Context: an optimization exercise on an open-source flow, tuned for small area and few clock cycles per item. The choices shown serve that exercise and are no tape-out recipe. The RTL was checked by simulation tests, not by an equivalence proof against the original design.

==> design.v <==
module krc_coder (
    input             clk,
    input             rst,           
    input             in_valid,
    output            in_ready,
    input             in_first,      
    input             in_last,       
    input             in_nb,         
    input      [1:0]  in_qsel,       
    input      [15:0] in_kinit,      
    input      [1:0]  in_col,
    input      [15:0] in_v,
    input      [15:0] in_p,
    input      [17:0] in_g,
    output reg        rec_valid,
    output reg [15:0] rec_data,
    output            out_valid,
    output     [31:0] out_data,
    output     [2:0]  out_nbytes,
    output            out_last
);
    localparam BUFW = 72;            
    reg        nb_r;
    reg [1:0]  qsel_r;
    reg [15:0] kinit_r;
    reg [5:0]  ctx_n [0:63];
    reg [21:0] ctx_b [0:63];         
    reg [63:0] ctx_ok;               
    reg [BUFW-1:0] bbuf;             
    reg [6:0]      nbits;
    reg            flush;            
    wire emit_full = flush ? (nbits > 7'd32) : (nbits >= 7'd32);
    wire emit_last = flush && (nbits <= 7'd32);
    wire emit      = emit_full || emit_last;
    assign out_valid  = emit;
    assign out_data   = bbuf[BUFW-1 -: 32];
    assign out_nbytes = emit_last ? ((nbits[5:0] + 6'd7) >> 3) : 3'd4;
    assign out_last   = emit_last;
    assign in_ready = !flush && (nbits < 7'd64);
    wire take = in_valid && in_ready;
    wire        nb    = in_first ? in_nb    : nb_r;
    wire [1:0]  qsel  = in_first ? in_qsel  : qsel_r;
    wire [15:0] kinit = in_first ? in_kinit : kinit_r;
    wire [16:0] e17;                                     
    radd #(17) u_sub (.a({1'b0, in_v}), .b({1'b1, ~in_p}), .ci(1'b1), .s(e17), .co());
    wire        s    = e17[16];                          
    wire        s_ll = e17[15];
    wire [15:0] x_ll = e17[15:0] ^ {16{s_ll}};
    wire [16:0] x    = e17 ^ {17{s}};
    reg  [2:0]  cadd;                                    
    always @(*) begin
        case ({s, qsel})
            3'b000, 3'b001: cadd = 3'd1;
            3'b010, 3'b011: cadd = 3'd2;
            3'b100:         cadd = 3'd0;
            3'b101, 3'b110: cadd = 3'b111;
            default:        cadd = 3'b110;
        endcase
    end
    wire [16:0] dvd;
    wire        dco;
    radd #(17) u_dvd (.a(x), .b({{14{cadd[2]}}, cadd}), .ci(1'b0), .s(dvd), .co(dco));
    wire        neg  = cadd[2] & ~dco;                   
    reg [16:0] q3, q5, qa;
    reg [1:0]  r3;
    reg [2:0]  r5, rem;
    reg        b;
    integer j;
    always @(*) begin
        r3 = 2'd0;
        r5 = 3'd0;
        for (j = 16; j >= 0; j = j - 1) begin
            b     = dvd[j];
            q3[j] = r3[1] | (r3[0] & b);
            r3    = {(r3[0] & ~b) | (r3[1] & b), (~r3[1] & ~r3[0] & b) | (r3[1] & ~b)};
            q5[j] = r5[2] | (r5[1] & r5[0]) | (r5[1] & b);
            r5    = {(~r5[2] & r5[1] & ~r5[0] & ~b) | (r5[2] & b),
                     (~r5[2] & ~r5[1] & r5[0]) | (r5[1] & r5[0] & b) | (r5[2] & ~b),
                     (~r5[2] & ~r5[1] & b) | (r5[1] & r5[0] & ~b) | (r5[2] & ~b)};
        end
        case (qsel)
            2'd0:    begin qa = {1'b0, dvd[16:1]}; rem = {2'b0, dvd[0]};   end
            2'd1:    begin qa = q3;                rem = {1'b0, r3};       end
            2'd2:    begin qa = {2'b0, dvd[16:2]}; rem = {1'b0, dvd[1:0]}; end
            default: begin qa = q5;                rem = r5;               end
        endcase
    end
    wire [2:0]  h      = {1'b0, qsel[1], ~qsel[1]};
    wire [3:0]  d      = neg ? {2'b00, x[0], ~x[0]}
                       : s   ? ({1'b0, rem} - {1'b0, h}) : ({1'b0, h} - {1'b0, rem});
    wire [16:0] r17;
    wire        rco;
    radd #(17) u_rec (.a({1'b0, in_v}), .b({{13{d[3]}}, d}), .ci(1'b0), .s(r17), .co(rco));
    wire [15:0] rec_nb = (d[3] & ~rco) ? 16'd0 : r17[16] ? 16'hffff : r17[15:0];
    wire [16:0] m = nb ? {(neg ? 16'd0 : qa[15:0]), s & ~neg} : {x_ll, s_ll};
    reg [3:0] cls;
    always @(*) begin
        casez (in_g[8:0])
            9'b1????????: cls = 4'd14;
            9'b01???????: cls = {3'd6, in_g[6]};
            9'b001??????: cls = {3'd5, in_g[5]};
            9'b0001?????: cls = {3'd4, in_g[4]};
            9'b00001????: cls = {3'd3, in_g[3]};
            9'b000001???: cls = {3'd2, in_g[2]};
            9'b0000001??: cls = {3'd1, in_g[1]};
            9'b00000001?: cls = 4'd1;
            default:      cls = 4'd0;
        endcase
        if (|in_g[17:9])
            cls = 4'd15;
    end
    wire [5:0]  ctx     = {in_col, cls};
    wire [3:0]  kin_col = kinit[4*in_col +: 4];
    wire [63:0] sel;
    genvar gi, gj;
    generate
        for (gi = 0; gi < 64; gi = gi + 1) begin : SEL
            assign sel[gi] = (ctx == gi);
        end
    endgenerate
    wire [28:0] rd;
    generate
        for (gj = 0; gj < 29; gj = gj + 1) begin : RD
            wire [65:0] t;
            wire [21:0] n3;
            wire [5:0]  n4;
            for (gi = 0; gi < 66; gi = gi + 1) begin : T
                if (gi < 64)
                    assign t[gi] = sel[gi] & (gj < 6 ? ctx_n[gi][gj % 6] :
                                              gj < 28 ? ctx_b[gi][(gj - 6) % 22] : ctx_ok[gi]);
                else
                    assign t[gi] = 1'b0;
            end
            for (gi = 0; gi < 22; gi = gi + 1) begin : G3
                assign n3[gi] = ~(t[3*gi] | t[3*gi+1] | t[3*gi+2]);
            end
            for (gi = 0; gi < 5; gi = gi + 1) begin : G4
                assign n4[gi] = ~&n3[4*gi +: 4];
            end
            assign n4[5] = ~&n3[21:20];
            assign rd[gj] = |n4;
        end
    endgenerate
    wire        ok      = rd[28] && !in_first;
    wire [5:0]  cur_n   = ok ? rd[5:0] : 6'd1;
    wire [21:0] cur_b   = ok ? rd[27:6] : ~(22'h3fffff << kin_col);
    wire [21:0] bhi;                                     
    assign bhi[21] = cur_b[21];
    generate
        for (gi = 20; gi >= 0; gi = gi - 1) begin : BHI
            assign bhi[gi] = bhi[gi+1] | cur_b[gi];
        end
    endgenerate
    wire [15:0] kc;
    generate
        for (gi = 0; gi < 16; gi = gi + 1) begin : KCMP
            wire [6:0] ge;
            assign ge[0] = 1'b1;
            for (gj = 0; gj < 6; gj = gj + 1) begin : GE
                assign ge[gj+1] = (cur_b[gi+gj] & ~cur_n[gj]) | ((cur_b[gi+gj] | ~cur_n[gj]) & ge[gj]);
            end
            assign kc[gi] = bhi[gi+6] | ge[6];
        end
    endgenerate
    wire [4:0] k;
    assign k[4] = kc[15];
    assign k[3] = kc[7] & ~kc[15];
    assign k[2] = (kc[3] & ~kc[7]) | (kc[11] & ~kc[15]);
    assign k[1] = (kc[1] & ~kc[3]) | (kc[5] & ~kc[7]) | (kc[9] & ~kc[11]) | (kc[13] & ~kc[15]);
    assign k[0] = (kc[0] & ~kc[1]) | (kc[2] & ~kc[3]) | (kc[4] & ~kc[5]) | (kc[6] & ~kc[7]) |
                  (kc[8] & ~kc[9]) | (kc[10] & ~kc[11]) | (kc[12] & ~kc[13]) | (kc[14] & ~kc[15]);
    wire [21:0] sum_b;
    wire        sco;
    radd #(22) u_upd (.a(cur_b), .b({5'd0, m}), .ci(1'b0), .s(sum_b), .co(sco));
    wire        halve = &cur_n;
    wire [5:0]  new_n = halve ? 6'd32 : cur_n + 6'd1;
    wire [21:0] new_b = halve ? {sco, sum_b[21:1]} : sum_b;
    wire [33:0] fun  = {m, 17'd0} >> k;          
    wire [16:0] u    = fun[33:17];
    wire        esc  = (|u[16:5]) || (u[4:3] == 2'b11);
    wire [16:0] tail = esc ? m : {1'b1, fun[16:1]};           
    wire [4:0]  tpos = esc ? 5'd24 : u[4:0];                  
    wire [4:0]  tlen = esc ? 5'd17 : k + 5'd1;                
    wire [6:0]      nb_sh  = emit_last ? 7'd0 : emit_full ? (nbits - 7'd32) : nbits;
    wire [BUFW-1:0] buf_sh = emit ? {bbuf[BUFW-33:0], 32'd0} : bbuf;
    wire [5:0]      pos    = nb_sh[5:0] + {1'b0, tpos};       
    wire [BUFW-1:0] ins    = {tail, {(BUFW-17){1'b0}}} >> pos;
    always @(posedge clk) begin
        if (rst) begin
            bbuf      <= {BUFW{1'b0}};
            nbits     <= 7'd0;
            flush     <= 1'b0;
            rec_valid <= 1'b0;
        end else begin
            if (emit_last)
                flush <= 1'b0;
            rec_valid <= take;
            if (take) begin
                bbuf  <= buf_sh | ins;
                nbits <= {1'b0, pos} + {2'b0, tlen};
                flush <= in_last;
            end else begin
                bbuf  <= buf_sh;
                nbits <= nb_sh;
            end
        end
    end
    always @(posedge clk) begin
        rec_data <= nb ? rec_nb : in_v;
        if (take && in_first) begin
            nb_r    <= in_nb;
            qsel_r  <= in_qsel;
            kinit_r <= in_kinit;
        end
    end
    integer c;
    always @(posedge clk) begin
        if (take) begin
            for (c = 0; c < 64; c = c + 1) begin
                if (c[5:0] == ctx) begin
                    ctx_n[c]  <= new_n;
                    ctx_b[c]  <= new_b;
                    ctx_ok[c] <= 1'b1;
                end else if (in_first) begin
                    ctx_ok[c] <= 1'b0;
                end
            end
        end
    end
endmodule
module radd #(parameter W = 8) (
    input  [W-1:0] a,
    input  [W-1:0] b,
    input          ci,
    output [W-1:0] s,
    output         co
);
    wire [W:0] c;
    assign c[0] = ci;
    genvar i;
    generate
        for (i = 0; i < W; i = i + 1) begin : FA
            assign s[i]   = a[i] ^ b[i] ^ c[i];
            assign c[i+1] = (a[i] & b[i]) | (a[i] & c[i]) | (b[i] & c[i]);
        end
    endgenerate
    assign co = c[W];
endmodule
==> flow/run.sh <==
#!/bin/bash
# Own layout flow: the standard flow (standard.sh) with these changes:
#  - synthesis maps the logic with an area-oriented ABC script (synth.tcl,
#    area.abc); the registers and their names are those of the standard
#    synthesis, which runs the same Yosys passes up to technology mapping;
#  - ports are buffered with the smallest buffer;
#  - the clock tree uses clkbuf_8 leaf buffers on clusters of up to 14
#    sinks, without dummy loads.
# Each step's full output goes to its own log in this folder (the ORFS logs
# are kept under orfs/logs as usual).
set -uo pipefail
W=$PWD
F=$W/flow
CTS="-sink_clustering_enable -repair_clock_nets -dont_use_dummy_load"
CTS="$CTS -buf_list sky130_fd_sc_hd__clkbuf_8 -sink_clustering_size 14 -sink_clustering_max_diameter 80"
VARS=(SYNTH_SCRIPT=$F/synth.tcl
      "BUFFER_PORTS_ARGS=-buffer_cell sky130_fd_sc_hd__buf_1"
      "CTS_ARGS=$CTS")
bash standard.sh "${VARS[@]}" synth > $W/own_synth.log 2>&1 || exit 1
bash standard.sh "${VARS[@]}" finish > $W/own_layout.log 2>&1 || exit 1
==> flow/area.abc <==
&get -n
&st
&dch
&nf -R 1000
&put
topo
stime -c
==> flow/synth.tcl <==
# The standard synthesis (synth_recipe.tcl), with ABC mapping the logic by
# an area-oriented script (area.abc beside this file) instead of ORFS's.
proc synth {args} { yosys synth -nofsm -noshare {*}$args }
set own_abc_script [file join [file dirname [file normalize [info script]]] area.abc]
proc abc {args} {
  global own_abc_script
  set i [lsearch -exact $args -script]
  if { $i >= 0 } {
    set args [lreplace $args [expr { $i + 1 }] [expr { $i + 1 }] $own_abc_script]
  }
  yosys abc {*}$args
}
source $::env(SCRIPTS_DIR)/synth.tcl
# left out here: clear keep_hierarchy, flatten, clean up, hide names made inside functions, write 1_2_yosys.v
==> standard.sh <==
#!/bin/bash
# synth_recipe.tcl (not shown) runs the flow's synth.tcl, then flattens the netlist and writes it again
# the make line also repeats each setting of config.mk as NAME=value (left out here)
make -C /OpenROAD-flow-scripts/flow DESIGN_CONFIG=/design/flow/config.mk WORK_HOME=/design/flow/orfs CLKGATE_MAP_FILE= SYNTH_SCRIPT=/design/flow/synth_recipe.tcl "${@:-finish}"
==> config.mk <==
export PLATFORM = sky130hd
export DESIGN_NAME = krc_coder
export DESIGN_NICKNAME = krc_coder
export VERILOG_FILES = /design/flow/design.v
export SDC_FILE = /design/flow/constraint.sdc
export NUM_CORES = 4
export LEC_CHECK = 0
export CAP_MARGIN = 20
export CORE_MARGIN = 2
export CORE_UTILIZATION = 65
export PLACE_DENSITY = 0.72
export SLEW_MARGIN = 20
==> constraint.sdc <==
create_clock -name core_clock -period 60.0 [get_ports {clk}]
set_input_delay 12.0000 -clock core_clock [delete_from_list [all_inputs] [get_ports {clk}]]
set_output_delay 12.0000 -clock core_clock [all_outputs]
set_load 0.01 [all_outputs]
==> results by group, run 1 <==
Status
  – Status: complete, no violations

Synthesis
  – Post-Synthesis Cells: 4739
  – Synthesized area per cell: 16.3 um2
  – Synth Warn #: 3
  – Synth async-reset ratio: 0
  – Seq/Total Area, Yosys: 0.753
  – EDFF count, synth: 1875
  – Synth Register Bits: 1972
  – Top FF cell, synth: edfxtp_1
  – Syn Nets: 4912
  – Post-Synthesis Cell Area: ~77000 um2
  – Synth unique cells: 59

CTS
  – Cts bufs inserted: 162
  – Clk slew on worst S/H paths: 100 ps
  – Post-cts sizing count: 0
  – CTS Root Cell: clkbuf_8
  – H-tree depth: 4
  – # clock sinks: about 2000
  – Worst-skew pair later-pin latency: 970 ps
  – Setup bufs post-CTS: 0
  – Clock Tree Buf Depth: 3
  – CTS tree: built
  – # hold bufs at CTS: 0

Flow run
  – Max Cap Viol: 0

Placement
  – DP Worst Slack: 17500 ps
  – Dpl hpwl: 123000 um
  – Gpl congestion: 0.967
  – I/O Buffers: between 100 and 150
  – Placed cell areas: 81500 um2
  – DP Cell Count: 6516

Global routing
  – Largest net degree at the start of global routing: 66
  – Total gr overflow: 0
  – Number of global-route vias before repair: around 46000
  – Initial antenna violation count: 7
  – Total GRT Usage: 0.354
  – Global-route wire length before repair: roughly 300000 um

Routing
  – Final ANT Viol Nets: 0
  – Drt drc: 0
  – Drt pass-1 iters: 10
  – Via/cell ratio: around 7.3
  – Mean routed wirelength per cell: 32.1 um
  – Vias: around 49000
  – Drt total wl: 216000 um
  – DR iter-0 viols: 8819

Worst setup path
  – Worst setup path startpoint: in_v[0]
  – Critical path required time: about 60000 ps
  – Setup CP Type: input port to flop
  – Worst path slowest cell: fa_1
  – Capturing element type of the critical path: flop
  – Crit path capture: ctx_b[33][21]
  – R2R Path Start: qsel_r[1]
  – Critical path depth: 102
  – Worst path most repeated cell: fa_1
  – CP peak stage delay: 590 ps
  – Reg2reg end: ctx_b[33][21]
  – Critical Path AT: 42300 ps
  – CP top delay family: adder cells
  – R2R setup slack: 34390 ps
  – Maximum fanout along the worst path: 39
  – CP bufs+invs: 11
  – Cells on worst reg2reg path: 88
  – Startpoint Class: input port

Cells and area
  – Fin cells: 6707
  – P&R area growth vs syn: 8.97%
  – Nets: ~5300
  – Layout cells sized above 1: 0.0928
  – # fillers: 7600
  – Fin area: 84300 um2

Floorplan
  – Area of the core: 118000 um2
  – Die H: 349 um
  – Die width: 349 um
  – Num ports: 131
  – Die ar.: roughly 120000 um2
  – Starting density of the core: 0.655
  – Cell Rows: 126

STA
  – Crit share post-route: 0.694
  – TNS Setup: 0 ps
  – Final Hold Fails: 0
  – Skew final: 126 ps
  – Final Max Slew Viols: 0
  – Relative slew slack: 0.177
  – Worst-Margin Slew: 1220 ps
  – Number of setup violations in the final report: 0
  – Fmax: 0.0240 GHz
  – Worst Setup Slack, final: approximately 18000 ps
  – Unrepaired setup endpoints after global routing: false
  – Min cycle time layout: 41640 ps

Min path
  – Hold Path Depth: 2
  – Hold crit path type: flop to flop
kinds of logic (layout without fill, tap and decap cells):
logic type / count (synthesis) / after routing / synth area share
xor+xnor: 57 / 57 / 0.00645
compound gates: 1220 / 1220 / 0.126
mux: 104 / 104 / 0.0147
fa+ha+maj: 119 / 119 / 0.0250
other cells: 0 / 9 / 0
buf+inv: 195 / 618 / 0.0110
flops: 1972 / 1972 / 0.753
simple gates: 1072 / 1072 / 0.0636
tightest hold or removal path, cell delays in order (launching register included):
cell and delay (ps):
dfxtp_1 320, nand2_1 50, a31oi_1 70
flip-flops by register name (all words and copies together), names as in the netlist:
signal	flops
ctx_n	384
bbuf	72
qsel_r	2
flush	1
ctx_b	1408
rec_valid	1
nb_r	1
kinit_r	16
nbits	7
ctx_ok	64
rec_data	16
metal layers:
layer,track usage,routed length (um),up-vias
met5,0,27,-
met4,0.155,9940,4
met3,0.0814,28800,480
met2,0.553,100000,3490
met1,0.483,76600,24100
li1,-,-,20800
cells in the mapped netlist (all sizes together) (36+ instances only):
library cell	n	area share
dfxtp	97	0.025
o22ai	49	0.0040
nor2	315	0.015
clkinv	163	0.0079
nand4	139	0.011
edfxtp	1875	0.73
fa	67	0.017
nor3	36	0.0023
a222oi	601	0.078
o21ai	193	0.012
nand2	398	0.019
mux2i	82	0.011
a31oi	43	0.0035
a21oi	171	0.011
per-stage QoR:
| step | util | hold WS [ps] |
|---|---|---|
| floorplan | - | 424 |
| CTS | 0.709 | 462 |
| global placement | 0.690 | 441 |
| finish | 0.714 | 461 |
| global route | 0.714 | 468 |
| detailed placement | 0.690 | 447 |
cell usage in the layout, fill, tap and decap left out, types with 32 or more instances in the layout:
| cell | n |
|---|---|
| nand4_1 | 139 |
| mux2i_1 | 66 |
| a21oi_1 | 171 |
| nor3_1 | 32 |
| nor2_4 | 62 |
| nor2_2 | 42 |
| buf_4 | 143 |
| dfxtp_1 | 97 |
| clkbuf_8 | 162 |
| clkinv_1 | 163 |
| edfxtp_1 | 1875 |
| xor2_1 | 32 |
| fa_1 | 67 |
| nor2_1 | 211 |
| a31oi_1 | 43 |
| a22o_1 | 33 |
| buf_1 | 127 |
| a222oi_1 | 601 |
| o22ai_1 | 49 |
| o21ai_0 | 191 |
| nand2_1 | 396 |
layout make-up:
| class | count | area, um2 | share of cell area |
|---|---|---|---|
| Antenna cell | 9 | 22.5 | 0.000267 |
| Clock buffer | 162 | 2230 | 0.0265 |
| Inverter | 163 | 612 | 0.00726 |
| Multi-Input combinational cell | 2572 | 19100 | 0.227 |
| Sequential cell | 1972 | 58200 | 0.691 |
| Tap cell | 1536 | 1920 | 0.0228 |
| Timing Repair Buffer | 293 | 2120 | 0.0251 |
worst min path at each step:
stage                         from  slack [ps]       end
after floorplan            bbuf[3]         420   bbuf[3]
final                     bbuf[38]         460  bbuf[70]
after global routing      bbuf[38]         470  bbuf[70]
after CTS                 bbuf[38]         460  bbuf[70]
after global placement     bbuf[5]         440   bbuf[5]
after detailed placement   bbuf[5]         450   bbuf[5]
Testbench counts, summed over its fixed seeds: cycles 139,408, items 139,264.
==> run 2, diff against run 1 <==
--- a/design.v
+++ b/design.v
@@ -45,5 +45,3 @@
     radd #(17) u_sub (.a({1'b0, in_v}), .b({1'b1, ~in_p}), .ci(1'b1), .s(e17), .co());
-    wire        s    = e17[16];                          
-    wire        s_ll = e17[15];
-    wire [15:0] x_ll = e17[15:0] ^ {16{s_ll}};
+    wire        s    = nb ? e17[16] : e17[15];           
     wire [16:0] x    = e17 ^ {17{s}};
@@ -51,8 +49,9 @@
     always @(*) begin
-        case ({s, qsel})
-            3'b000, 3'b001: cadd = 3'd1;
-            3'b010, 3'b011: cadd = 3'd2;
-            3'b100:         cadd = 3'd0;
-            3'b101, 3'b110: cadd = 3'b111;
-            default:        cadd = 3'b110;
+        casez ({nb, s, qsel})
+            4'b0???:          cadd = 3'd0;
+            4'b1000, 4'b1001: cadd = 3'd1;
+            4'b1010, 4'b1011: cadd = 3'd2;
+            4'b1100:          cadd = 3'd0;
+            4'b1101, 4'b1110: cadd = 3'b111;
+            default:          cadd = 3'b110;
         endcase
@@ -80,6 +79,7 @@
         end
-        case (qsel)
-            2'd0:    begin qa = {1'b0, dvd[16:1]}; rem = {2'b0, dvd[0]};   end
-            2'd1:    begin qa = q3;                rem = {1'b0, r3};       end
-            2'd2:    begin qa = {2'b0, dvd[16:2]}; rem = {1'b0, dvd[1:0]}; end
+        casez ({nb, qsel})
+            3'b0??:  begin qa = dvd;               rem = 3'd0;             end
+            3'b100:  begin qa = {1'b0, dvd[16:1]}; rem = {2'b0, dvd[0]};   end
+            3'b101:  begin qa = q3;                rem = {1'b0, r3};       end
+            3'b110:  begin qa = {2'b0, dvd[16:2]}; rem = {1'b0, dvd[1:0]}; end
             default: begin qa = q5;                rem = r5;               end
@@ -87,3 +87,3 @@
     end
-    wire [2:0]  h      = {1'b0, qsel[1], ~qsel[1]};
+    wire [2:0]  h      = {1'b0, nb & qsel[1], nb & ~qsel[1]};
     wire [3:0]  d      = neg ? {2'b00, x[0], ~x[0]}
@@ -93,4 +93,4 @@
     radd #(17) u_rec (.a({1'b0, in_v}), .b({{13{d[3]}}, d}), .ci(1'b0), .s(r17), .co(rco));
-    wire [15:0] rec_nb = (d[3] & ~rco) ? 16'd0 : r17[16] ? 16'hffff : r17[15:0];
-    wire [16:0] m = nb ? {(neg ? 16'd0 : qa[15:0]), s & ~neg} : {x_ll, s_ll};
+    wire [15:0] rec_v  = (d[3] & ~rco) ? 16'd0 : r17[16] ? 16'hffff : r17[15:0];
+    wire [16:0] m = {(neg ? 16'd0 : qa[15:0]), s & ~neg};
     reg [3:0] cls;
@@ -180,5 +180,5 @@
     wire        esc  = (|u[16:5]) || (u[4:3] == 2'b11);
-    wire [16:0] tail = esc ? m : {1'b1, fun[16:1]};           
-    wire [4:0]  tpos = esc ? 5'd24 : u[4:0];                  
-    wire [4:0]  tlen = esc ? 5'd17 : k + 5'd1;                
+    wire [16:0] tail = {17{take}} & (esc ? m : {1'b1, fun[16:1]});    
+    wire [4:0]  tpos = {5{take}} & (esc ? 5'd24 : u[4:0]);            
+    wire [4:0]  tlen = {5{take}} & (esc ? 5'd17 : k + 5'd1);          
     wire [6:0]      nb_sh  = emit_last ? 7'd0 : emit_full ? (nbits - 7'd32) : nbits;
@@ -197,10 +197,6 @@
             rec_valid <= take;
-            if (take) begin
-                bbuf  <= buf_sh | ins;
-                nbits <= {1'b0, pos} + {2'b0, tlen};
+            bbuf      <= buf_sh | ins;
+            nbits     <= {1'b0, pos} + {2'b0, tlen};
+            if (take)
                 flush <= in_last;
-            end else begin
-                bbuf  <= buf_sh;
-                nbits <= nb_sh;
-            end
         end
@@ -208,3 +204,3 @@
     always @(posedge clk) begin
-        rec_data <= nb ? rec_nb : in_v;
+        rec_data <= rec_v;
         if (take && in_first) begin
--- a/config.mk
+++ b/config.mk
@@ -7,3 +7,3 @@
 export LEC_CHECK = 0
-export CAP_MARGIN = 20
+export CAP_MARGIN = 10
 export CORE_MARGIN = 2
@@ -11,2 +11,2 @@
 export PLACE_DENSITY = 0.72
-export SLEW_MARGIN = 20
+export SLEW_MARGIN = 10
==> results by group, run 2 <==
Cells and area
  – Most common cell after layout, fill and taps aside: edfxtp_1
  – Layout cells sized above 1: 0.0911 (-0.00172)
  – Fin cells: 6631 (-1.1%)
  – Nets: 5257 (-1.5%)
  – Largest registers: ctx_b (1408), ctx_n (384), bbuf (72)
  – Multi-input logic area: 18700 um2 (-2.1%)
  – Fin area: 83400 um2 (-1.1%)
  – # fillers: 7574 (-0.34%)
  – P&R area growth vs syn: 8.21%
  – Most frequent cells in the layout: 1875 x edfxtp_1, 609 x a222oi_1, 356 x nand2_1, 217 x nor2_1, 180 x o21ai_0
  – Storage element area: 58200 um2 (unchanged)
  – Reg with most FFs: ctx_b
  – Number of flip-flops in the largest register: 1408 (unchanged)

Flow run
  – Max Cap Viol: 0 (unchanged)

Synthesis
  – Top post-synthesis cells by count: 1875 x edfxtp_1, 609 x a222oi_1, 359 x nand2_1
  – Post-Synthesis Cells: 4676 (-1.3%)
  – EDFF count, synth: 1875 (unchanged)
  – Synth async-reset ratio: 0 (unchanged)
  – Post-synthesis adder-cell area fraction: 0.0241 (-0.000975)
  – Count leader, synth: edfxtp_1
  – Top-area cell type share of the netlist area: 0.731 (+0.00280)
  – Synth Warn #: 3 (unchanged)
  – Xor and xnor fraction of the mapped netlist area: 0.00489 (-0.00157)
  – Top FF cell, synth: edfxtp_1
  – Seq/Total Area, Yosys: 0.756 (+0.00290)
  – Top area cells in the synthesized netlist: edfxtp_1 73%, a222oi_1 7.9%, dfxtp_1 2.5%
  – Synth Register Bits: 1972 (unchanged)
  – Synthesized area per cell: 16.5 um2 (+0.96%)
  – Largest area contributor in the netlist: edfxtp_1
  – Synth unique cells: 58 (-1.7%)
  – Mux contribution to synthesized area: 0.0186 (+0.00395)
  – Synth Area in Compound Gates: 0.124 (-0.00241)
  – Syn Nets: 4847 (-1.3%)
  – Simple-Gate Fraction of Synth Area: 0.0615 (-0.00214)
  – Post-Synthesis Cell Area: 77000 um2 (-0.38%)
  – Main combinational cell family by area after synthesis: compound AO/OA/AOI/OAI gates

Global routing
  – M3 GR Usage: 0.0766 (-0.00480)
  – Number of global-route vias before repair: 45800 (-1.1%)
  – Total GRT Usage: 0.346 (-0.00821)
  – Global-route wire length before repair: 302000 um (-2.3%)
  – Global route hottest layer: met2
  – Met2 Resource Use GR: 0.539 (-0.0141)
  – Largest net degree at the start of global routing: 66 (unchanged)
  – Initial antenna violation count: 16 (+9)
  – Total gr overflow: 0 (unchanged)
  – Met1 usage: 0.475 (-0.00836)

Routing
  – Drt pass-1 iters: 13 (+3)
  – Drt drc: 0 (unchanged)
  – Mean routed wirelength per cell: 31.7 um (-1.2%)
  – Via/cell ratio: 7.28 (about the same)
  – Drt total wl: 211000 um (-2.3%)
  – Final ANT Viol Nets: 0 (unchanged)
  – DR iter-0 viols: 9116 (+3.4%)
  – Vias: 48300 (-1.2%)

STA
  – Worst-Margin Slew: 1200 ps (-21.3 ps)
  – Fmax: 0.0245 GHz (+2.2%)
  – Final Max Slew Viols: 0 (unchanged)
  – Crit share post-route: 0.679 (-0.0152)
  – Final Hold Fails: 0 (unchanged)
  – Relative slew slack: 0.197 (+0.0199)
  – Min cycle time layout: 40730 ps (-910 ps)
  – Skew final: 79.5 ps (-46.6 ps)
  – Unrepaired setup endpoints after global routing: false
  – TNS Setup: 0 ps (unchanged)
  – Number of setup violations in the final report: 0 (unchanged)

Placement
  – DP Cell Count: 6460 (-0.86%)
  – Dpl hpwl: 123000 um (+0.27%)
  – I/O Buffers: 129 (unchanged)
  – Gpl congestion: 0.934 (-3.5%)
  – Placed cell areas: 81100 um2 (-0.42%)

Worst setup path
  – Startpoint Class: input port
  – Cells on worst reg2reg path: 95 (+8.0%)
  – Worst path slowest cell: o21a_1
  – Setup CP Type: input port to flop
  – R2R Path Start: nb_r
  – R2R setup slack: 35680 ps (+1290 ps)
  – Reg2reg end: ctx_b[2][20]
  – CP peak stage delay: 770 ps (+180 ps)
  – Critical Path AT: 41200 ps (-1100 ps)
  – Maximum fanout along the worst path: 64 (+64%)
  – Capturing element type of the critical path: flop
  – Critical path required time: 60470 ps (-190 ps)
  – Worst path most repeated cell: fa_1
  – Worst setup path startpoint: in_v[0]

CTS
  – H-tree depth: 4 (unchanged)
  – Clock Tree Buf Depth: 3 (unchanged)
  – # hold bufs at CTS: 0 (unchanged)
  – Cts bufs inserted: 160 (-1.2%)
  – Post-cts sizing count: 0 (unchanged)
  – CTS tree: built
  – Setup bufs post-CTS: 0 (unchanged)
  – Clk slew on worst S/H paths: 90 ps (about the same)
  – CTS Root Cell: clkbuf_8
  – Worst-skew pair later-pin latency: 900 ps (-70 ps)
  – # clock sinks: 1972 (unchanged)

Min path
  – Worst Hold Launch: bbuf[35]
  – Hold Path Depth: 2 (unchanged)
  – Hold path endpoint: bbuf[35]
  – Hold crit path type: flop to flop

Status
  – Status: complete, no violations

Floorplan
  – Starting density of the core: 0.654 (-0.000764)
  – Num ports: 131 (unchanged)
  – Cell Rows: 126 (unchanged)
  – Die ar.: 121000 um2 (-0.38%)
  – Die H: 348 um (-0.19%)
  – Die width: 348 um (-0.19%)
  – Area of the core: 118000 um2 (-0.27%)
## run 2: changes by cell type after synthesis, sizes merged, moves of 9 or more
cell / delta
a22o: -20
mux2: +12
mux2i: +12
nand2: -39
nor3: +9
o21ai: -9
o31ai: -15
xnor2: +12
xor2: -26
## run 2: final cells by class
class / instances / share of cell area
antenna: 11 / 0.000330
sequential: 1972 / 0.699
timing repair buffer: 280 / 0.0194
inverter: 167 / 0.00752
clock buffer: 160 / 0.0264
tap: 1536 / 0.0230
multi-input combinational: 2505 / 0.225
## run 2: stage by stage
step	hold WS, ps	setup WS, ps	utilization
after global routing	487	17340	0.708
final	471	19270	0.708
after CTS	471	19420	0.708
after global placement	434	19290	0.689
after floorplan	425	19990	-
after detailed placement	450	18630	0.689
## run 2: how the worst max path moves through the flow
stage,end,depth (start not counted)
detailed placement,ctx_b[33][20],113
floorplan,ctx_b[0][14],103
CTS,ctx_b[5][20],113
finish,ctx_b[2][20],113
global placement,rec_data[4],104
global route,ctx_b[4][20],117
## run 2: cells by family (layout without fill, tap and decap cells)
logic type                 count (synthesis)  in the layout
AOI/OAI and AO/OA                       1186           1186
buffers and inverters                    199            607
adders and majority gates                112            112
other                                      0             11
and+or+nand+nor                         1034           1034
xor gates and xnor gates                  43             43
DFF                                     1972           1972
muxes                                    130            130
## run 2: layer usage
layer  vias up  part of all wire
met4         4             0.046
met3       451              0.13
met5         -           0.00041
li1      20600                 -
met2      3292              0.46
met1     23900              0.36
## run 2: worst max-delay path: cells and delay by family
family	cells	cell delay, ps
simple gates	24	4950
xor+xnor	2	440
buf+inv	15	1450
mux	1	270
fa+ha+maj	55	18310
compound gates	16	3750
Testbench counts of run 2, summed over its fixed seeds: cycles 139,408, items 139,264.
==> run 3, diff against run 2 <==
--- a/design.v
+++ b/design.v
@@ -42,3 +42,2 @@
     wire [1:0]  qsel  = in_first ? in_qsel  : qsel_r;
-    wire [15:0] kinit = in_first ? in_kinit : kinit_r;
     wire [16:0] e17;                                     
@@ -112,3 +111,3 @@
     wire [5:0]  ctx     = {in_col, cls};
-    wire [3:0]  kin_col = kinit[4*in_col +: 4];
+    wire [3:0]  kin_col = in_first ? in_kinit[4*in_col +: 4] : kinit_r[4*in_col +: 4];
     wire [63:0] sel;
@@ -175,3 +174,4 @@
     wire        halve = &cur_n;
-    wire [5:0]  new_n = halve ? 6'd32 : cur_n + 6'd1;
+    wire [6:0]  n1    = {1'b0, cur_n} + 7'd1;              
+    wire [5:0]  new_n = {n1[6] | n1[5], n1[4:0]};
     wire [21:0] new_b = halve ? {sco, sum_b[21:1]} : sum_b;
--- a/flow/run.sh
+++ b/flow/run.sh
@@ -6,3 +6,3 @@
 #  - ports are buffered with the smallest buffer;
-#  - the clock tree uses clkbuf_8 leaf buffers on clusters of up to 14
+#  - the clock tree uses clkbuf_8 leaf buffers on clusters of up to 18
 #    sinks, without dummy loads.
@@ -14,3 +14,3 @@
 CTS="-sink_clustering_enable -repair_clock_nets -dont_use_dummy_load"
-CTS="$CTS -buf_list sky130_fd_sc_hd__clkbuf_8 -sink_clustering_size 14 -sink_clustering_max_diameter 80"
+CTS="$CTS -buf_list sky130_fd_sc_hd__clkbuf_8 -sink_clustering_size 18 -sink_clustering_max_diameter 60"
 VARS=(SYNTH_SCRIPT=$F/synth.tcl
--- a/config.mk
+++ b/config.mk
@@ -7,3 +7,3 @@
 export LEC_CHECK = 0
-export CAP_MARGIN = 10
+export CAP_MARGIN = 20
 export CORE_MARGIN = 2
@@ -11,2 +11,2 @@
 export PLACE_DENSITY = 0.72
-export SLEW_MARGIN = 10
+export SLEW_MARGIN = 20
==> results by group, run 3 <==
Floorplan
  – Die ar.: 121000 um2 (about the same)
  – Area of the core: 118000 um2 (unchanged)
  – Cell Rows: 126 (unchanged)
  – Num ports: 131 (unchanged)
  – Die width: 348 um (about the same)
  – Die H: 348 um (about the same)
  – Starting density of the core: 0.654 (about the same)

Worst setup path
  – CP peak stage delay: 820 ps (+50 ps)
  – Worst path most repeated cell: fa_1
  – Cells on worst reg2reg path: 92 (-3.2%)
  – CP top delay family: adder cells
  – Critical path depth: 110 (-2.7%)
  – Critical path required time: 60520 ps (+50 ps)
  – Worst path slowest cell: o21a_1
  – Startpoint Class: input port
  – Capturing element type of the critical path: flop
  – Maximum fanout along the worst path: 64 (unchanged)
  – CP bufs+invs: 13 (-2)
  – Setup CP Type: input port to flop
  – Critical Path AT: 41520 ps (+320 ps)

Synthesis
  – Post-Synthesis Cell Area: 77100 um2 (about the same)
  – Synth Warn #: 3 (unchanged)
  – Synthesized area per cell: 16.3 um2 (-1.2%)
  – Top post-synthesis cells by count: 1875 x edfxtp_1, 608 x a222oi_1, 384 x nand2_1
  – Top area cells in the synthesized netlist: edfxtp_1 73%, a222oi_1 7.9%, dfxtp_1 2.5%
  – Count leader, synth: edfxtp_1
  – EDFF count, synth: 1875 (unchanged)
  – Syn Nets: 4904 (+1.2%)
  – Largest area contributor in the netlist: edfxtp_1
  – Top FF cell, synth: edfxtp_1
  – Top-area cell type share of the netlist area: 0.731 (about the same)
  – Post-Synthesis Cells: 4733 (+1.2%)
  – Synth async-reset ratio: 0 (unchanged)
  – Synth Register Bits: 1972 (unchanged)
  – Synth unique cells: 59 (+1.7%)
  – Seq/Total Area, Yosys: 0.756 (about the same)

STA
  – Min cycle time layout: 41010 ps (+274 ps)
  – Final Max Slew Viols: 0 (unchanged)
  – Final Hold Fails: 0 (unchanged)
  – Unrepaired setup endpoints after global routing: false
  – Fmax: 0.0244 GHz (-0.67%)
  – Number of setup violations in the final report: 0 (unchanged)
  – TNS Setup: 0 ps (unchanged)
  – Worst-Margin Slew: 1190 ps (-16.6 ps)
  – Crit share post-route: 0.683 (+0.00457)
  – Relative slew slack: 0.208 (+0.0111)
  – Skew final: 108 ps (+28.3 ps)

Flow run
  – Max Cap Viol: 0 (unchanged)

CTS
  – Clk slew on worst S/H paths: 90 ps (about the same)
  – # hold bufs at CTS: 0 (unchanged)
  – H-tree depth: 4 (unchanged)
  – Clock Tree Buf Depth: 3 (unchanged)
  – Worst-skew pair later-pin latency: 900 ps (about the same)
  – CTS Root Cell: clkbuf_8
  – Post-cts sizing count: 0 (unchanged)
  – CTS tree: built
  – # clock sinks: 1972 (unchanged)
  – Setup bufs post-CTS: 0 (unchanged)
  – Cts bufs inserted: 135 (-16%)

Cells and area
  – Multi-input logic area: 18800 um2 (+0.19%)
  – Storage element area: 58200 um2 (unchanged)
  – Layout cells sized above 1: 0.0897 (-0.00140)
  – P&R area growth vs syn: 8.28% (about the same)
  – Most frequent cells in the layout: 1875 x edfxtp_1, 608 x a222oi_1, 381 x nand2_1, 254 x nor2_1, 203 x o21ai_0
  – Fin cells: 6674 (+0.65%)
  – Nets: 5303 (+0.88%)
  – Number of flip-flops in the largest register: 1408 (unchanged)
  – # fillers: 7572 (-0.026%)
  – Reg with most FFs: ctx_b
  – Most common cell after layout, fill and taps aside: edfxtp_1
  – Largest registers: ctx_b (1408), ctx_n (384), bbuf (72)

Min path
  – Hold crit path type: flop to flop
  – Hold Path Depth: 2 (unchanged)

Routing
  – Drt total wl: 214000 um (+1.7%)
  – Drt drc: 0 (unchanged)
  – Via/cell ratio: 7.30 (+0.28%)
  – Final ANT Viol Nets: 0 (unchanged)
  – Vias: 48700 (+0.93%)
  – Drt pass-1 iters: 13 (unchanged)
  – Mean routed wirelength per cell: 32.1 um (+1.1%)
  – DR iter-0 viols: 9810 (+7.6%)

Global routing
  – Largest net degree at the start of global routing: 65 (-1.5%)
  – Global-route wire length before repair: 305000 um (+1.3%)
  – Total GRT Usage: 0.351 (+0.00535)
  – Initial antenna violation count: 18 (+2)
  – Total gr overflow: 0 (unchanged)
  – Number of global-route vias before repair: 45800 (+0.026%)

Placement
  – Gpl congestion: 0.935 (+0.11%)
  – DP Cell Count: 6515 (+0.85%)
  – I/O Buffers: 129 (unchanged)
  – Dpl hpwl: 125000 um (+1.8%)

Status
  – Status: complete, no violations
==> run 3: changes by cell type after synthesis, sizes merged, moves of 9 or more <==
cell and delta:
a21oi +15, o211ai -9, nand2 +25, o21ai +22
mux2i -33, nor2 +45
==> run 3: path summary, 6_finish.rpt <==
check,startpoint,endpoint,slack [ps]
setup / recovery,in_v[0],ctx_b[34][21],18990
hold / removal,bbuf[2],bbuf[2],460
setup reg to reg,nb_r,ctx_b[34][21],35430
hold reg to reg,bbuf[2],bbuf[2],460
==> run 3: layer usage <==
layer	track usage	vias to the layer above	part of all wire
li1	-	20700	-
met1	0.485	24000	0.36
met2	0.547	3600	0.46
met3	0.0825	448	0.14
met4	0.142	8	0.043
met5	0	-	0.00026
==> run 3: worst reg2reg max path, delay by kind of cell, from the launching register on <==
| family | cells | cell delay, ps |
|---|---|---|
| adders and majority gates | 39 | 12380 |
| DFF | 1 | 380 |
| AOI/OAI and AO/OA | 19 | 5000 |
| muxes | 4 | 1350 |
| buffers and inverters | 10 | 1410 |
| and+or+nand+nor | 19 | 3590 |
| xor gates and xnor gates | 1 | 160 |
==> run 3: cells by family (layout without fill, tap and decap cells) <==
group,count (synthesis),after routing,synth area share
flops,1972,1972,0.756
compound gates,1197,1197,0.124
simple gates,1111,1111,0.0655
buf+inv,195,592,0.0111
fa+ha+maj,116,116,0.0246
mux,97,97,0.0144
xor+xnor,45,45,0.00511
other cells,0,8,0
==> run 3: cell type report <==
class,instances,area share
antenna,8,0.000240
clock buffer,135,0.0223
inverter,163,0.00733
multi-input combinational,2566,0.225
sequential,1972,0.698
tap,1536,0.0230
timing repair buffer,294,0.0242
==> run 3: stage by stage <==
stage	util	cell area [um2]	setup slack (ps)	hold WS (ps)
floorplan	-	77100	20850	425
global placement	0.689	81100	18920	436
detailed placement	0.689	81100	18140	443
CTS	0.705	83000	19010	461
global route	0.708	83400	16960	493
finish	0.709	83400	18990	461
Testbench counts of run 3, summed over its fixed seeds: cycles 139,408, items 139,264.
==> run 4, diff against run 3 <==
--- a/design.v
+++ b/design.v
@@ -27,3 +27,2 @@
     reg [21:0] ctx_b [0:63];         
-    reg [63:0] ctx_ok;               
     reg [BUFW-1:0] bbuf;             
@@ -119,5 +118,5 @@
     endgenerate
-    wire [28:0] rd;
-    generate
-        for (gj = 0; gj < 29; gj = gj + 1) begin : RD
+    wire [27:0] rd;
+    generate
+        for (gj = 0; gj < 28; gj = gj + 1) begin : RD
             wire [65:0] t;
@@ -127,4 +126,3 @@
                 if (gi < 64)
-                    assign t[gi] = sel[gi] & (gj < 6 ? ctx_n[gi][gj % 6] :
-                                              gj < 28 ? ctx_b[gi][(gj - 6) % 22] : ctx_ok[gi]);
+                    assign t[gi] = sel[gi] & (gj < 6 ? ctx_n[gi][gj % 6] : ctx_b[gi][(gj - 6) % 22]);
                 else
@@ -142,3 +140,3 @@
     endgenerate
-    wire        ok      = rd[28] && !in_first;
+    wire        ok      = (|rd[5:0]) && !in_first;
     wire [5:0]  cur_n   = ok ? rd[5:0] : 6'd1;
@@ -215,8 +213,7 @@
             for (c = 0; c < 64; c = c + 1) begin
-                if (c[5:0] == ctx) begin
-                    ctx_n[c]  <= new_n;
-                    ctx_b[c]  <= new_b;
-                    ctx_ok[c] <= 1'b1;
+                if (sel[c]) begin
+                    ctx_n[c] <= new_n;
+                    ctx_b[c] <= new_b;
                 end else if (in_first) begin
-                    ctx_ok[c] <= 1'b0;
+                    ctx_n[c] <= 6'd0;
                 end
==> results by group, run 4 <==
Synthesis
  – Post-Synthesis Cells: 4969 (+5.0%)
  – Synthesized area per cell: 15.3 um2 (-5.9%)
  – Top area cells in the synthesized netlist: edfxtp_1 71%, a222oi_1 7.7%, nor2_1 3.6%
  – Post-Synthesis Cell Area: 76100 um2 (-1.2%)
  – Seq/Total Area, Yosys: 0.740 (-0.0162)
  – Count leader, synth: edfxtp_1
  – Largest area contributor in the netlist: edfxtp_1
  – Synth Warn #: 3 (unchanged)
  – Synth Register Bits: 1908 (-3.2%)
  – Syn Nets: 5140 (+4.8%)
  – Synth unique cells: 60 (+1.7%)
  – Top post-synthesis cells by count: 1811 x edfxtp_1, 721 x nor2_1, 586 x a222oi_1
  – Top FF cell, synth: edfxtp_1
  – Top-area cell type share of the netlist area: 0.714 (-0.0165)
  – Synth async-reset ratio: 0 (unchanged)
  – EDFF count, synth: 1811 (-3.4%)

Cells and area
  – Most common cell after layout, fill and taps aside: edfxtp_1
  – Fin area: 82200 um2 (-1.5%)
  – Number of flip-flops in the largest register: 1408 (unchanged)
  – # fillers: 7683 (+1.5%)
  – Layout cells sized above 1: 0.0960 (+0.00636)
  – Largest registers: ctx_b (1408), ctx_n (384), bbuf (72)
  – Core Util, Final: 0.708 (-0.00105)
  – P&R area growth vs syn: 7.97%
  – Nets: 5567 (+5.0%)
  – Reg with most FFs: ctx_b
  – Most frequent cells in the layout: 1811 x edfxtp_1, 596 x nor2_1, 586 x a222oi_1, 366 x nand2_1, 226 x a21oi_1

Floorplan
  – Area of the core: 116000 um2 (-1.3%)
  – Die width: 346 um (-0.59%)
  – Num ports: 131 (unchanged)
  – Die ar.: 120000 um2 (-1.2%)
  – Die H: 346 um (-0.59%)
  – Starting density of the core: 0.655 (+0.000915)
  – Cell Rows: 125 (-0.79%)

Worst setup path
  – Reg2reg end: ctx_b[19][20]
  – R2R Path Start: nb_r
  – Setup CP Type: input port to flop
  – Startpoint Class: input port
  – Capturing element type of the critical path: flop
  – Cells on worst reg2reg path: 90 (-2.2%)
  – Critical path required time: 60630 ps (+110 ps)
  – CP peak stage delay: 660 ps (-160 ps)
  – Critical Path AT: 42180 ps (+660 ps)
  – R2R setup slack: 34920 ps (-510 ps)
  – Maximum fanout along the worst path: 36 (-44%)
  – Worst path most repeated cell: fa_1
  – Worst path slowest cell: mux2_2
  – Worst setup path startpoint: in_v[0]
  – Crit path capture: ctx_b[19][20]

Placement
  – Gpl congestion: 0.950 (+1.6%)
  – DP Worst Slack: 17870 ps (-272 ps)
  – Dpl hpwl: 128000 um (+2.3%)
  – Placed cell areas: 80400 um2 (-0.96%)
  – I/O Buffers: 129 (unchanged)

STA
  – Unrepaired setup endpoints after global routing: false
  – Fmax: 0.0241 GHz (-1.3%)
  – Final Hold Fails: 0 (unchanged)
  – Worst Setup Slack, final: 18450 ps (-540 ps)
  – Min cycle time layout: 41550 ps (+540 ps)
  – Number of setup violations in the final report: 0 (unchanged)
  – Relative slew slack: 0.206 (-0.00195)
  – Crit share post-route: 0.692 (+0.00901)
  – TNS Setup: 0 ps (unchanged)
  – Final Max Slew Viols: 0 (unchanged)
  – Worst-Margin Slew: 1180 ps (-4.11 ps)
  – Skew final: 120 ps (+12.1 ps)

CTS
  – # hold bufs at CTS: 0 (unchanged)
  – Setup bufs post-CTS: 0 (unchanged)
  – Clk slew on worst S/H paths: 90 ps (about the same)
  – # clock sinks: 1908 (-3.2%)
  – H-tree depth: 4 (unchanged)
  – CTS Root Cell: clkbuf_8
  – Clock Tree Buf Depth: 3 (unchanged)
  – Worst-skew pair later-pin latency: 890 ps (about the same)
  – Cts bufs inserted: 133 (-1.5%)
  – Post-cts sizing count: 0 (unchanged)
  – CTS tree: built

Routing
  – Via/cell ratio: 7.21 (-1.2%)
  – Drt pass-1 iters: 10 (-3)
  – DR iter-0 viols: 9472 (-3.4%)
  – Vias: 49900 (+2.5%)
  – Drt total wl: 208000 um (-2.8%)
  – Final ANT Viol Nets: 0 (unchanged)
  – Drt drc: 0 (unchanged)
  – Mean routed wirelength per cell: 30.1 um (-6.3%)

Global routing
  – Total gr overflow: 0 (unchanged)
  – Initial antenna violation count: 14 (-4)
  – Total GRT Usage: 0.343 (-0.00769)
  – Number of global-route vias before repair: 46900 (+2.4%)
  – Global-route wire length before repair: 302000 um (-1.1%)
  – Largest net degree at the start of global routing: 74 (+14%)

Status
  – Status: complete, no violations

Min path
  – Hold crit path type: flop to flop
  – Worst Hold Launch: bbuf[25]

Flow run
  – Max Cap Viol: 0 (unchanged)
-- run 4: cell count changes after synthesis, sizes merged, moves of 7 or more --
cell / delta
edfxtp: -64
a22oi: +8
a222oi: -22
clkinv: -56
o22ai: -7
and2: -7
o21ai: -13
a21oi: +48
nor2: +356
nor3: +13
nor4: +7
nand2: -15
or4: -10
-- run 4: per-stage QoR --
step                      hold WS [ps]  std cells
after floorplan                    425       4969
after global placement             434       6784
after CTS                          437       6918
final                              439       6926
after detailed placement           442       6785
after global routing               474       6919
-- run 4: logic make-up after synthesis --
logic type	synth area share
compound gates	0.124
xor+xnor	0.00483
buf+inv	0.00843
flops	0.740
simple gates	0.0832
mux	0.0155
fa+ha+maj	0.0241
-- run 4: critical path, delay by kind of cell --
kind / cells / cell delay (ps)
AOI/OAI and AO/OA: 20 / 4340
xor gates and xnor gates: 2 / 400
adders and majority gates: 55 / 19520
buffers and inverters: 11 / 1420
muxes: 4 / 1320
and+or+nand+nor: 16 / 3070
-- run 4: area by class of cell --
| class | instances | area (um2) | share of cell area |
|---|---|---|---|
| sequential | 1908 | 56300 | 0.685 |
| inverter | 107 | 402 | 0.00489 |
| multi-input combinational | 2922 | 19800 | 0.240 |
| tap | 1524 | 1910 | 0.0232 |
| timing repair buffer | 324 | 1970 | 0.0240 |
| antenna | 8 | 20.0 | 0.000243 |
| clock buffer | 133 | 1830 | 0.0223 |
-- run 4: worst min path at each step --
stage / to / slack, ps / depth (start not counted)
after floorplan: bbuf[2] / 420 / 2
after global placement: bbuf[0] / 430 / 2
after detailed placement: bbuf[7] / 440 / 2
after CTS: bbuf[57] / 440 / 2
after global routing: bbuf[7] / 470 / 2
final: bbuf[57] / 440 / 2
-- run 4: metal layers --
| metal | wire, um | vias to the layer above | GRT usage |
|---|---|---|---|
| li1 | - | 21400 | - |
| met1 | 77500 | 24600 | 0.492 |
| met2 | 95900 | 3443 | 0.529 |
| met3 | 27100 | 434 | 0.0718 |
| met4 | 7460 | 14 | 0.126 |
| met5 | 109 | - | 0 |
Testbench counts of run 4, summed over its fixed seeds: cycles 139,408, items 139,264.
==> run 5, diff against run 4 <==
--- a/design.v
+++ b/design.v
@@ -25,2 +25,3 @@
     reg [15:0] kinit_r;
+    reg [5:0]  ctx0_r;               
     reg [5:0]  ctx_n [0:63];
@@ -37,4 +38,2 @@
     assign out_last   = emit_last;
-    assign in_ready = !flush && (nbits < 7'd64);
-    wire take = in_valid && in_ready;
     wire        nb    = in_first ? in_nb    : nb_r;
@@ -140,5 +139,6 @@
     endgenerate
-    wire        ok      = (|rd[5:0]) && !in_first;
-    wire [5:0]  cur_n   = ok ? rd[5:0] : 6'd1;
-    wire [21:0] cur_b   = ok ? rd[27:6] : ~(22'h3fffff << kin_col);
+    wire        ok      = |rd[5:0];                     
+    wire        is_ctx0 = (ctx == ctx0_r) && !in_first;
+    wire [5:0]  cur_n   = in_first ? 6'd1 : ok ? rd[5:0] : {4'd0, is_ctx0, ~is_ctx0};
+    wire [21:0] cur_b   = ((ok || is_ctx0) && !in_first) ? rd[27:6] : ~(22'h3fffff << kin_col);
     wire [21:0] bhi;                                     
@@ -178,2 +178,5 @@
     wire        esc  = (|u[16:5]) || (u[4:3] == 2'b11);
+    wire short_code = !esc && !u[4] && !k[4];
+    assign in_ready = (!flush || emit_last) && ((nbits < 7'd64) || short_code);
+    wire take = in_valid && in_ready;
     wire [16:0] tail = {17{take}} & (esc ? m : {1'b1, fun[16:1]});    
@@ -204,2 +207,3 @@
         if (take && in_first) begin
+            ctx0_r  <= ctx;
             nb_r    <= in_nb;
@@ -209,2 +213,3 @@
     end
+    wire [5:0] wr_n = in_first ? 6'd0 : new_n;
     integer c;
@@ -213,8 +218,6 @@
             for (c = 0; c < 64; c = c + 1) begin
-                if (sel[c]) begin
-                    ctx_n[c] <= new_n;
+                if (sel[c] || in_first)
+                    ctx_n[c] <= wr_n;
+                if (sel[c])
                     ctx_b[c] <= new_b;
-                end else if (in_first) begin
-                    ctx_n[c] <= 6'd0;
-                end
             end
==> results by group, run 5 <==
Routing
  – DR iter-0 viols: 9144 (-3.5%)
  – Final ANT Viol Nets: 0 (unchanged)
  – Drt pass-1 iters: 11 (+1)
  – Via/cell ratio: 7.20 (-0.12%)
  – Mean routed wirelength per cell: 31.0 um (+3.3%)
  – Drt total wl: 204000 um (-2.1%)
  – Drt drc: 0 (unchanged)
  – Vias: 47300 (-5.3%)

Cells and area
  – Nets: 5217 (-6.3%)
  – Core Util, Final: 0.709 (+0.00175)
  – # fillers: 7436 (-3.2%)
  – Reg with most FFs: ctx_b
  – Number of flip-flops in the largest register: 1408 (unchanged)
  – Most common cell after layout, fill and taps aside: edfxtp_1
  – Fin area: 81200 um2 (-1.2%)
  – Layout cells sized above 1: 0.103 (+0.00726)
  – Most frequent cells in the layout: 1817 x edfxtp_1, 583 x a222oi_1, 384 x nand2_1, 246 x nor2_1, 241 x a21oi_1
  – Largest registers: ctx_b (1408), ctx_n (384), bbuf (72)
  – Fin cells: 6565 (-5.2%)
  – P&R area growth vs syn: 8.21%

Global routing
  – Number of global-route vias before repair: 44500 (-5.1%)
  – Total gr overflow: 0 (unchanged)
  – Global-route wire length before repair: 292000 um (-3.3%)
  – Total GRT Usage: 0.344 (+0.000824)
  – Largest net degree at the start of global routing: 67 (-9.5%)
  – Initial antenna violation count: 11 (-3)

Floorplan
  – Die width: 344 um (-0.72%)
  – Area of the core: 115000 um2 (-1.5%)
  – Die H: 344 um (-0.72%)
  – Cell Rows: 124 (-0.80%)
  – Num ports: 131 (unchanged)
  – Die ar.: 118000 um2 (-1.4%)
  – Starting density of the core: 0.655 (about the same)

Synthesis
  – Count leader, synth: edfxtp_1
  – EDFF count, synth: 1817 (+0.33%)
  – Post-Synthesis Cell Area: 75000 um2 (-1.4%)
  – Top post-synthesis cells by count: 1817 x edfxtp_1, 583 x a222oi_1, 385 x nand2_1
  – Top area cells in the synthesized netlist: edfxtp_1 73%, a222oi_1 7.8%, dfxtp_1 2.6%
  – Synth unique cells: 60 (unchanged)
  – Seq/Total Area, Yosys: 0.753 (+0.0132)
  – Synth Warn #: 3 (unchanged)
  – Top-area cell type share of the netlist area: 0.727 (+0.0129)
  – Top FF cell, synth: edfxtp_1
  – Syn Nets: 4784 (-6.9%)
  – Synthesized area per cell: 16.3 um2 (+6.2%)
  – Synth async-reset ratio: 0 (unchanged)
  – Synth Register Bits: 1914 (+0.31%)
  – Post-Synthesis Cells: 4613 (-7.2%)
  – Largest area contributor in the netlist: edfxtp_1

Placement
  – Gpl congestion: 0.938 (-1.3%)
  – I/O Buffers: 129 (unchanged)
  – Placed cell areas: 79300 um2 (-1.3%)
  – DP Worst Slack: 14090 ps (-3780 ps)
  – Dpl hpwl: 122000 um (-4.6%)
  – DP Cell Count: 6422 (-5.4%)

Worst setup path
  – Setup CP Type: input port to primary output
  – Startpoint Class: input port
  – Cells on worst reg2reg path: 94 (+4.4%)
  – CP top delay family: adder cells
  – Capturing element type of the critical path: primary output
  – R2R setup slack: 35090 ps (+170 ps)
  – Critical Path AT: 34110 ps (-8070 ps)
  – Worst path most repeated cell: fa_1
  – Critical path depth: 83 (-23%)
  – CP bufs+invs: 7 (-4)
  – Critical path required time: 48000 ps (-12630 ps)
  – Maximum fanout along the worst path: 9 (-75%)
  – Worst path slowest cell: a21boi_0
  – CP peak stage delay: 510 ps (-150 ps)

CTS
  – Cts bufs inserted: 133 (unchanged)
  – CTS Root Cell: clkbuf_8
  – # hold bufs at CTS: 0 (unchanged)
  – Clk slew on worst S/H paths: 90 ps (about the same)
  – H-tree depth: 4 (unchanged)
  – Worst-skew pair later-pin latency: 890 ps (about the same)
  – Setup bufs post-CTS: 0 (unchanged)
  – CTS tree: built
  – Clock Tree Buf Depth: 3 (unchanged)
  – # clock sinks: 1914 (+0.31%)
  – Post-cts sizing count: 0 (unchanged)

Status
  – Status: complete, no violations

STA
  – WHS: 447 ps (+7.45 ps)
  – Worst Setup Slack, final: 13890 ps (-4560 ps)
  – Worst-Margin Slew: 1280 ps (+102 ps)
  – Number of setup violations in the final report: 0 (unchanged)
  – Unrepaired setup endpoints after global routing: false
  – Final Hold Fails: 0 (unchanged)
  – Relative slew slack: 0.138 (-0.0681)
  – Final Max Slew Viols: 0 (unchanged)
  – TNS Setup: 0 ps (unchanged)
  – Crit share post-route: 0.768 (+0.0760)
  – Skew final: 132 ps (+12.4 ps)
  – Fmax: 0.0217 GHz (-9.9%)
  – Min cycle time layout: 46110 ps (+4560 ps)

Min path
  – Hold crit path type: flop to flop
  – Hold Path Depth: 2 (unchanged)

Flow run
  – Max Cap Viol: 0 (unchanged)
==> run 5: cell count changes after synthesis, sizes merged, moves of 13 or more <==
cell   change
o22ai     -19
nor4      -14
a31oi     +18
nand2     +16
o21ai     -75
nor2     -342
maj3      +13
a21oi     +17
==> run 5: layer usage <==
| layer | GRT usage | vias to the layer above | part of all wire |
|---|---|---|---|
| li1 | - | 20300 | - |
| met1 | 0.503 | 23200 | 0.37 |
| met2 | 0.510 | 3348 | 0.45 |
| met3 | 0.0791 | 430 | 0.14 |
| met4 | 0.138 | 6 | 0.044 |
| met5 | 0.00401 | - | 0.00048 |
==> run 5: logic make-up (layout without fill, tap and decap cells) <==
| kind of cell | after synthesis | after routing | share of synthesized area |
|---|---|---|---|
| mux | 106 | 106 | 0.0159 |
| xor+xnor | 49 | 49 | 0.00572 |
| flops | 1914 | 1914 | 0.753 |
| simple gates | 1102 | 1102 | 0.0658 |
| fa+ha+maj | 123 | 123 | 0.0262 |
| compound gates | 1176 | 1176 | 0.125 |
| buf+inv | 143 | 574 | 0.00875 |
| other cells | 0 | 9 | 0 |
==> run 5: worst min-delay path: stages, from the launching register on <==
cell,delay (ps)
dfxtp_1,310
nand2_1,50
a31oi_1,80
==> run 5: worst paths after layout <==
kind,startpoint,to
worst max-delay path,in_v[0],in_ready
worst min-delay path,bbuf[24],bbuf[56]
worst max register to register,nb_r,ctx_b[31][20]
worst min register to register,bbuf[24],bbuf[56]
==> run 5: final cells by class <==
class	count	area, um2	share of cell area
tap	1512	1890	0.0233
multi-input combinational	2556	18500	0.228
antenna	9	22.5	0.000277
inverter	111	417	0.00513
timing repair buffer	330	2000	0.0247
sequential	1914	56500	0.696
clock buffer	133	1830	0.0225
Testbench counts of run 5, summed over its fixed seeds: cycles 139,277, items 139,264.
==> run 6, diff against run 5 <==
--- a/flow/run.sh
+++ b/flow/run.sh
@@ -2,3 +2,3 @@
 # Own layout flow: the standard flow (standard.sh) with these changes:
-#  - synthesis maps the logic with an area-oriented ABC script (synth.tcl,
+#  - synthesis maps the logic with an area-oriented ABC script (amap; synth.tcl,
 #    area.abc); the registers and their names are those of the standard
==> flow/area.abc (replaced) <==
strash
dch -f
amap -m
topo
stime -c
==> results by group, run 6 <==
Worst setup path
  – R2R setup slack: 33540 ps (-1550 ps)
  – R2R Path Start: nb_r
  – Critical path depth: 96 (+16%)
  – Reg2reg end: ctx_b[33][21]
  – Capturing element type of the critical path: primary output
  – Worst path most repeated cell: fa_1
  – CP bufs+invs: 12 (+5)
  – CP top delay family: adder cells
  – CP peak stage delay: 750 ps (+240 ps)
  – Critical Path AT: 36490 ps (+2380 ps)
  – Cells on worst reg2reg path: 107 (+14%)
  – Maximum fanout along the worst path: 21 (+12)

Floorplan
  – Starting density of the core: 0.653 (-0.00253)
  – Die H: 342 um (-0.39%)
  – Area of the core: 114000 um2 (-0.41%)
  – Die ar.: 117000 um2 (-0.78%)

Synthesis
  – Post-Synthesis Cells: 4468 (-3.1%)
  – Synth Register Bits: 1914 (unchanged)
  – EDFF count, synth: 1817 (unchanged)
  – Largest area contributor in the netlist: edfxtp_1
  – Top post-synthesis cells by count: 1817 x edfxtp_1, 613 x a222oi_1, 372 x nor2_1
  – Top FF cell, synth: edfxtp_1
  – Synth Warn #: 3 (unchanged)
  – Synth unique cells: 50 (-17%)
  – Count leader, synth: edfxtp_1
  – Syn Nets: 4639 (-3.0%)
  – Synth async-reset ratio: 0 (unchanged)
  – Top area cells in the synthesized netlist: edfxtp_1 73%, a222oi_1 8.2%, dfxtp_1 2.6%
  – Top-area cell type share of the netlist area: 0.733 (+0.00579)

Placement
  – Gpl congestion: 0.942 (+0.49%)
  – Placed cell areas: 78900 um2 (-0.60%)
  – I/O Buffers: 129 (unchanged)

Cells and area
  – Nets: 5066 (-2.9%)
  – Most common cell after layout, fill and taps aside: edfxtp_1
  – Largest registers: ctx_b (1408), ctx_n (384), bbuf (72)
  – Reg with most FFs: ctx_b
  – Fin area: 80500 um2 (-0.82%)
  – Most frequent cells in the layout: 1817 x edfxtp_1, 613 x a222oi_1, 279 x nor2_1, 242 x clkinv_1, 207 x buf_4
  – Number of flip-flops in the largest register: 1408 (unchanged)
  – P&R area growth vs syn: 8.18% (about the same)

CTS
  – Post-cts sizing count: 0 (unchanged)
  – # clock sinks: 1914 (unchanged)
  – Worst-skew pair later-pin latency: 870 ps (-20 ps)
  – CTS Root Cell: clkbuf_8
  – Clock Tree Buf Depth: 3 (unchanged)
  – CTS tree: built
  – Setup bufs post-CTS: 0 (unchanged)

STA
  – WHS: 474 ps (+27.3 ps)
  – Min cycle time layout: 48490 ps (+2380 ps)
  – Final Hold Fails: 0 (unchanged)
  – Skew final: 106 ps (-26.4 ps)
  – TNS Setup: 0 ps (unchanged)
  – Crit share post-route: 0.808 (+0.0396)
  – Fmax: 0.0206 GHz (-4.9%)
  – Worst Setup Slack, final: 11510 ps (-2380 ps)
  – Unrepaired setup endpoints after global routing: false

Min path
  – Hold Path Depth: 2 (unchanged)
  – Hold path endpoint: bbuf[2]
  – Worst Hold Launch: bbuf[2]

Routing
  – Vias: 48000 (+1.5%)
  – Final ANT Viol Nets: 0 (unchanged)
  – Drt total wl: 208000 um (+2.2%)
  – DR iter-0 viols: 9375 (+2.5%)
  – Drt drc: 0 (unchanged)
  – Drt pass-1 iters: 10 (-1)

Global routing
  – Number of global-route vias before repair: 45000 (+1.2%)
  – Initial antenna violation count: 16 (+5)

Status
  – Status: complete, no violations
-- run 6: cell types whose count changed in the layout (fill, tap and decap cells not counted), moves of 35 or more --
cell and change:
nor3_2 +38, clkinv_1 +133, a21oi_1 -123, mux2i_1 -67, nor2_2 -38, o21ai_0 -63, nand2_1 -249, xnor2_1 -35
o22ai_1 +125, a31oi_1 -39, o22a_1 +63
-- run 6: cell families (layout without fill, tap and decap cells) --
kind of cell | after synthesis | after routing | share of synthesized area
other | 0 | 9 | 0
buffers and inverters | 275 | 700 | 0.0155
adders and majority gates | 95 | 95 | 0.0226
and+or+nand+nor | 914 | 914 | 0.0591
DFF | 1914 | 1914 | 0.759
AOI/OAI and AO/OA | 1270 | 1270 | 0.144
-- run 6: cell type report --
type,count,area [um2]
well taps,1512,1890
diodes,9,22.5
multi-input cells,2279,17500
clock buffers,121,1670
inverters,243,912
flip-flops and latches,1914,56500
fillers,7350,33500
repair buffers,336,2040
-- run 6: routing by layer --
| layer | share of wire | GRT usage |
|---|---|---|
| met5 | 0.00026 | 0 |
| met4 | 0.041 | 0.133 |
| met3 | 0.14 | 0.0873 |
| met2 | 0.45 | 0.525 |
| met1 | 0.37 | 0.510 |
-- run 6: metrics by stage --
step / utilization / cells
3_3_place_gp: 0.691 / 6283
4_1_cts: 0.706 / 6404
5_1_grt: 0.706 / 6407
2_1_floorplan: - / 4468
6_report: 0.706 / 6414
3_5_place_dp: 0.691 / 6283
-- run 6: worst max path at each step --
| stage | start | endpoint | slack (ps) |
|---|---|---|---|
| floorplan | in_v[0] | in_ready | 12700 |
| global placement | in_v[0] | in_ready | 12460 |
| detailed placement | in_v[0] | in_ready | 11770 |
| CTS | in_v[0] | in_ready | 11770 |
| global route | in_v[0] | in_ready | 9660 |
| finish | in_v[0] | in_ready | 11510 |
-- run 6: worst reg2reg max path, delay by kind of cell (launching register included) --
family	cells	cell delay, ps
compound gates	27	6560
fa+ha+maj	37	12390
buf+inv	22	4150
flops	1	330
simple gates	21	2740

## re-timing with driven ports
In the flow no input, the clock included, has a driving cell. The finished layouts below were timed again as built, in two steps. Step 1: set_driving_cell puts a clkbuf_16 on clk and a buf_2 on each other input, an assumption about the parent block. Step 2, shift: input delay + t, output delay - t, t = (earliest + latest rising clock arrival at the registers) / 2. This alone moves slack from input paths to output paths. Three values: ideal, step 1, step 2; two values: the first two.
| run | shift t [ns] | setup slack, ns | clock arrival spread, ns |
|---|---|---|---|
| run 1 | 0.983 | 18.357 / 18.392 / 17.409 | 0.126 / 0.126 |
| run 2 | 0.929 | 19.267 / 19.317 / 18.388 | 0.079 / 0.080 |
| run 3 | 0.917 | 18.992 / 19.034 / 18.117 | 0.108 / 0.108 |
| run 4 | 0.908 | 18.452 / 18.502 / 17.594 | 0.120 / 0.120 |
| run 5 | 0.904 | 13.891 / 13.862 / 13.862 | 0.132 / 0.132 |
| run 6 | 0.893 | 11.515 / 11.495 / 11.495 | 0.106 / 0.106 |
After both steps setup and hold are still met in every run listed. The setup slack of run 1, which loses most, moves by +0.035 ns with the drivers and by -0.948 ns with both steps.
